Background: an optimization exercise with open tools, aiming at small area, a short achievable clock period and few clock cycles per item. Do not read the settings as production practice. In this exercise RTL edits were held to simulation tests only and were not proved equivalent to the original.

==> flow/design.v (excerpt) <==
module whey_update (
    input  wire        clk,
    input  wire        rst,           
    input  wire        in_valid,
    output wire        in_ready,
    input  wire [63:0] in_delta,      
    input  wire [31:0] in_p,          
    input  wire [31:0] in_w,          
    output wire        out_valid,
    input  wire        out_ready,
    output wire [31:0] out_p,
    output wire [31:0] out_w,
    output wire [7:0]  out_flags      
);
==> module fp32_add, before the edit <==
module fp32_add (
    input  wire [31:0] a,
    input  wire [15:0] b,
    output wire        sign,
    output wire [30:0] pre,
    output wire        up
);
    wire        na = |a[30:23];
    wire        nb = |b[14:7];
    wire [7:0]  ea = {a[30:24], a[23] | ~na};
    wire [7:0]  eb = {b[14:8], b[7] | ~nb};
    wire [23:0] ma = {na, a[22:0]};
    wire [7:0]  mb = {nb, b[6:0]};
    wire [7:0]  dab, dba;
    wire        ab_ge, ba_ge;
    bka #(8) u_dab (.a(ea), .b(~eb), .ci(1'b1), .s(dab), .co(ab_ge));
    bka #(8) u_dba (.a(eb), .b(~ea), .ci(1'b1), .s(dba), .co(ba_ge));
    wire [7:0]  mdm;
    wire        ma_ge;
    bka #(8) u_mc (.a(ma[23:16]), .b(~mb), .ci(1'b1), .s(mdm), .co(ma_ge));
    wire        bbig = ~ab_ge | (ab_ge & ba_ge & ~ma_ge);
    wire [7:0]  ex = bbig ? eb : ea;
    wire        sx = bbig ? b[15] : a[31];
    wire [23:0] mx = bbig ? {mb, 16'd0} : ma;
    wire [23:0] my = bbig ? ma : {mb, 16'd0};
    wire [7:0]  d  = bbig ? dba : dab;
    wire        sub = a[31] ^ b[15];
    wire [4:0]  dsh = d[4:0] | {5{|d[7:5]}};
    wire [25:0] yw  = {my, 2'd0} >> dsh;
    wire [23:0] below;
    genvar k;
    generate
        for (k = 0; k < 24; k = k + 1) begin : g_below
            assign below[k] = ({3'd0, dsh} >= k + 3);
        end
    endgenerate
    wire [26:0] myg = {yw, |(my & below)};
    wire [27:0] sum;
    wire        sco;
    bka #(28) u_sum (.a({1'b0, mx, 3'b000}), .b({1'b0, myg} ^ {28{sub}}), .ci(sub), .s(sum), .co(sco));
    wire [26:0] msh;
    wire [4:0]  shl;
    lzshift #(27) u_norm (.t(sum[26:0]), .lim(ex - 8'd1), .y(msh), .shl(shl));
    wire [26:0] m = sum[27] ? {sum[27:2], sum[1] | sum[0]} : msh;
    wire [7:0]  e;
    wire        c1;
    bka #(8) u_exs (.a(ex), .b(sum[27] ? 8'd0 : ~{3'd0, shl}), .ci(1'b1), .s(e), .co(c1));
    assign up   = m[2] & (m[1] | m[0] | m[3]);
    wire [7:0]  efld = m[26] ? e : 8'd0;
    assign pre  = {efld, m[25:3]};
    wire        zero = ~|sum;
    assign sign = zero ? (a[31] & b[15]) : sx;
endmodule
clock: 75.0 ns
lec_check: 0
abc_area: 1
cap_margin: 20
core_margin: 2
core_utilization: 40
slew_margin: 20
standard.sh (not shown) runs the stock make flow with config.mk's settings and CLKGATE_MAP_FILE= SYNTH_SCRIPT=/design/flow/synth_recipe.tcl, a recipe that flattens the netlist after the stock synthesis.
==> flow/flow/run.sh <==
#!/bin/bash
# The standard layout (the standard.sh: ORFS synthesis to finish), with one
# change: the buffers that ORFS puts on every input and output port are
# sky130_fd_sc_hd__buf_2 cells instead of the resizer's default pick
# (clkdlybuf4s50_1, a slow delay buffer). Everything else, including the
# synthesis, floorplan, power grid, tap cells and clock tree, is standard.
set -euo pipefail
export BUFFER_PORTS_ARGS="-buffer_cell sky130_fd_sc_hd__buf_2"
bash standard.sh finish > flow_make.log 2>&1
Testbench counts at the start, summed over its fixed seeds: cycles 16,032, items 16,000.
Rerun with:
--- a/flow/design.v
+++ b/flow/design.v
@@ -97,16 +97,13 @@
     wire [23:0] ma = {na, a[22:0]};
     wire [7:0]  mb = {nb, b[6:0]};
     wire [7:0]  dab, dba;
     wire        ab_ge, ba_ge;
     bka #(8) u_dab (.a(ea), .b(~eb), .ci(1'b1), .s(dab), .co(ab_ge));
     bka #(8) u_dba (.a(eb), .b(~ea), .ci(1'b1), .s(dba), .co(ba_ge));
-    wire [7:0]  mdm;
-    wire        ma_ge;
-    bka #(8) u_mc (.a(ma[23:16]), .b(~mb), .ci(1'b1), .s(mdm), .co(ma_ge));
-    wire        bbig = ~ab_ge | (ab_ge & ba_ge & ~ma_ge);
+    wire        bbig = {eb, mb} > {ea, ma[23:16]};
     wire [7:0]  ex = bbig ? eb : ea;
     wire        sx = bbig ? b[15] : a[31];
     wire [23:0] mx = bbig ? {mb, 16'd0} : ma;
     wire [23:0] my = bbig ? ma : {mb, 16'd0};
     wire [7:0]  d  = bbig ? dba : dab;
     wire        sub = a[31] ^ b[15];
After rerunning:
- The new run ran to the end with no violations
- register-to-register slack loses 0.38 ns
- design area stays flat
- utilization falls by 0.14 points
- area after synthesis rises by 0.33%
- non-clock buffer count falls by 11
- global-route usage rises by 1.7 points
Testbench counts after the change, summed over its fixed seeds: cycles 16,032, items 16,000.

-- static timing again, ports no longer ideal --
No port has a modelled driver above. Below, the same layouts with a new extraction and two added sets of constraints.
Step 1 sets driving cells, clkbuf_16 on the clock port and buf_2 on the other inputs (assumed; they add their load-dependent delay and slew).
Step 2, shift: input delay + t, output delay - t, t = (earliest + latest rising clock arrival at the registers) / 2. This alone moves slack from input paths to output paths.
a / b / c = ideal ports / drivers / drivers and shift; a / b = the first two.
| run | shift t [ns] | setup slack, ns | hold WS [ns] | latest minus earliest clock arrival (ns) | worst register clock-pin slew, ns |
|---|---|---|---|---|---|
| the first run | 0.732 | 58.781 / 58.711 / 58.391 | 0.419 / 0.419 / 0.419 | 0.082 / 0.082 | 0.08 / 0.08 |
| the second run | 0.720 | 58.703 / 58.690 / 58.660 | 0.420 / 0.420 / 0.420 | 0.024 / 0.025 | 0.07 / 0.07 |
After both steps setup and hold are still met in every run listed. The setup slack of the first run, which loses most, moves by -0.070 ns with the drivers and by -0.390 ns with both steps.
